What follows belongs to an exercise in optimizing a design on an open flow for small area and a short achievable clock period; a production flow would make more cautious choices.
At most, simulation tests tie the RTL to the original design; equivalence was not proved.
Power figures rest on the tool's default switching activity, not on a simulated workload.

try-zinc:
Design fmt_cvt, start of the top module:
module fmt_cvt (
    input  wire        clk,
    input  wire        rst,         
    input  wire        in_valid,
    input  wire        in_op,       
    input  wire [3:0]  in_src,
    input  wire [3:0]  in_dst,      
    input  wire [31:0] in_a,
    input  wire [7:0]  in_b,        
    output reg         out_valid,
    output reg  [31:0] out_data
);
Size in the first run: about 200 flip-flops, roughly 13000 sq um of cells after synthesis.
make LEC_CHECK=0 ABC_AREA=1 CAP_MARGIN=20 CORE_MARGIN=2 CORE_UTILIZATION=40 SLEW_MARGIN=20 finish   # period 18.0 ns
run.sh (not shown) runs the stock make flow with config.mk's settings and CLKGATE_MAP_FILE= SYNTH_SCRIPT=/design/flow/synth_recipe.tcl, a recipe that flattens the netlist after the stock synthesis.
Input changes introduced in try-juniper (baseline for comparison: try-zinc):
# try-zinc
export LEC_CHECK = 0
export ABC_AREA = 1
export CAP_MARGIN = 20
export CORE_MARGIN = 2
export CORE_UTILIZATION = 40
export SLEW_MARGIN = 20
create_clock -name core_clock -period 18.0 [get_ports {clk}]
# try-juniper
export LEC_CHECK = 0
export ABC_AREA = 1
export CAP_MARGIN = 20
export CORE_MARGIN = 2
export CORE_UTILIZATION = 65
export SLEW_MARGIN = 20
create_clock -name core_clock -period 18.0 [get_ports {clk}]
### Flow results
- Time the worst path needs with I/O delays and setup (lower): try-zinc
- Between try-zinc and try-juniper, the difference in peak per-stage delay on the critical path is negligible.
- The power per cell area of try-juniper exceeds that of try-zinc by 3.1%.
- Sequential fraction of total cell area (higher): try-juniper
Relative to try-juniper, the following input files were edited for try-tundra:
# try-juniper
export LEC_CHECK = 0
export ABC_AREA = 1
export CAP_MARGIN = 20
export CORE_MARGIN = 2
export CORE_UTILIZATION = 65
export SLEW_MARGIN = 20
create_clock -name core_clock -period 18.0 [get_ports {clk}]
# try-tundra
export LEC_CHECK = 0
export CAP_MARGIN = 20
export CORE_MARGIN = 2
export CORE_UTILIZATION = 40
export SLEW_MARGIN = 20
create_clock -name core_clock -period 18.0 [get_ports {clk}]
[summary]
- Core utilization (try-tundra over try-juniper): decrease, 29 points
- Compared with try-juniper, try-tundra shows a post-detailed-route via-to-cell ratio that is 0.046 higher.
- try-tundra vs try-juniper — worst slack on hold paths rose 37 ps.
- try-juniper consumes more power than try-tundra.
No functional check of the RTL was part of any run of this note.

* * *

fmt_cvt, a different RTL version from the one above (not shown whole).
Size in the first run: roughly 1,700 cells after synthesis, roughly 190 flip-flops, roughly 85 I/O pins, ~0.012 mm2 of cells after synthesis.
==> flow/config.mk <==
export PLATFORM = sky130hd
export DESIGN_NAME = fmt_cvt
export DESIGN_NICKNAME = fmt_cvt
export VERILOG_FILES = /design/flow/design.v
export SDC_FILE = /design/flow/constraint.sdc
export NUM_CORES = 4
export LEC_CHECK = 0
export ABC_AREA = 1
export CAP_MARGIN = 20
export CORE_MARGIN = 2
export CORE_UTILIZATION = 40
export CTS_BUF_LIST = sky130_fd_sc_hd__clkbuf_8 sky130_fd_sc_hd__clkbuf_16
export SLEW_MARGIN = 20
==> flow/constraint.sdc <==
create_clock -name core_clock -period 18.0 [get_ports {clk}]
set_input_delay 3.6000 -clock core_clock [delete_from_list [all_inputs] [get_ports {clk}]]
set_output_delay 3.6000 -clock core_clock [all_outputs]
set_load 0.01 [all_outputs]
standard.sh (not shown) runs the stock make flow with config.mk's settings and CLKGATE_MAP_FILE= SYNTH_SCRIPT=/design/flow/synth_recipe.tcl, a recipe that flattens the netlist after the stock synthesis.
==> flow/flow/run.sh <==
#!/bin/bash
# The standard layout (standard.sh: ORFS synthesis to finish) with three
# changes:
# - synthesis maps the logic with flow/area_map.abc (ABC's area mapper
#   without the delay-driven mapping of ORFS's script); everything else in
#   synthesis, registers included, is ORFS's and the standard flow's script unchanged;
# - repair_timing is asked for setup slack of at least 13.5 ns, so that it
#   sizes and buffers the critical paths;
set -euo pipefail
here=$PWD
sed "s#log_cmd abc {\*}\$abc_args#lset abc_args 1 $here/flow/area_map.abc\n  log_cmd abc {*}\$abc_args#" \
    "$FLOW_HOME/scripts/synth.tcl" > "$here/synth_area_map.tcl"
grep -q "area_map.abc" "$here/synth_area_map.tcl"
sed "s#\$::env(SCRIPTS_DIR)/synth.tcl#$here/synth_area_map.tcl#" synth_recipe.tcl > "$here/synth_recipe_area_map.tcl"
grep -q "synth_area_map.tcl" "$here/synth_recipe_area_map.tcl"
bash standard.sh SYNTH_SCRIPT="$here/synth_recipe_area_map.tcl" SETUP_SLACK_MARGIN=13.5 \
    BUFFER_PORTS_ARGS="-buffer_cell sky130_fd_sc_hd__buf_1" finish > standard.log 2>&1
==> flow/flow/area_map.abc <==
strash
dch
map -a
topo
stime -c
buffer -c
upsize -c
dnsize -c
Then changed:
CTS_BUF_LIST = unset   (was sky130_fd_sc_hd__clkbuf_8 sky130_fd_sc_hd__clkbuf_16)
What happened:
- The new run passed the timing, DRC and antenna checks
- via count does not change
- fmax does not change
- clock power barely changes
- design area is unchanged
- routed wire length does not change
- sequential share of layout area does not change
- total power is unchanged
- first-iteration DRC count is unchanged
Then changed:
CTS_BUF_LIST = sky130_fd_sc_hd__clkbuf_8   (was unset)
Effect:
- register-to-register slack is better by 0.04 ns
- routed wire length hardly moves
- sequential power hardly moves
- power shrinks by a few percent
- first-iteration DRC count grows by a few percent
- flip-flop and latch count stays the same
- global-route usage barely changes
- maximum frequency shrinks slightly
- worst setup slack is worse by 0.058 ns
- non-clock buffer count shrinks by 5
- clock skew grows by 0.011 ns
Then changed:
CAP_MARGIN = 5   (was 20)
CTS_BUF_LIST = unset   (was sky130_fd_sc_hd__clkbuf_8)
SLEW_MARGIN = 5   (was 20)
=> Wire length is about the same. First-iteration DRC count falls by a few percent. Non-clock buffer count increases by 5. Clock-buffer cell count stays the same. Area after synthesis stays the same. Utilization climbs by 0.92 points. Cell area increases slightly. Final cell count is about the same. Via count rose slightly. Flip-flop and latch count stays the same. Combinational power stays flat.

-- what the ideal ports hide --
The results above use ideal ports. As a check the final layouts listed here were re-extracted and re-timed, cells and wires unchanged.
Step 1: set_driving_cell puts a clkbuf_16 on clk and a buf_2 on each other input, an assumption about the parent block.
Step 2 moves the port delays by t, midway between the first and last clock arrival at a register: inputs arrive t later, outputs are due t later. That takes back most of the time a late clock gives input paths.
a / b / c = ideal / step 1 / step 2; a / b = the first two.
| run | shift t [ns] | setup slack, ns | hold WS [ns] | worst setup path at the end | worst slew at a driven data input, ns |
|---|---|---|---|---|---|
| try-zinc | 0.500 | 12.633 / 12.633 / 12.633 | 0.333 / 0.333 / 0.333 | register to register | 0.04 |
| try-juniper | 0.490 | 12.255 / 12.255 / 12.255 | 0.333 / 0.333 / 0.333 | register to register | 0.03 |
| try-tundra | 0.506 | 11.860 / 11.860 / 11.860 | 0.370 / 0.370 / 0.370 | register to register | 0.03 |
| the first run of note 2 | 0.493 | 13.508 / 13.459 / 13.156 | 0.332 / 0.332 / 0.332 | input to register | 0.03 |
| the second run of note 2 | 0.493 | 13.508 / 13.459 / 13.156 | 0.332 / 0.332 / 0.332 | input to register | 0.03 |
| the third run of note 2 | 0.533 | 13.450 / 13.406 / 13.069 | 0.342 / 0.342 / 0.342 | input to register | 0.03 |
| the fourth run of note 2 | 0.493 | 13.508 / 13.459 / 13.156 | 0.332 / 0.332 / 0.332 | input to register | 0.03 |
After both steps every run listed still meets setup and hold. The setup slack of the third run of note 2, which loses most, moves by -0.044 ns with the drivers and by -0.381 ns with both steps.
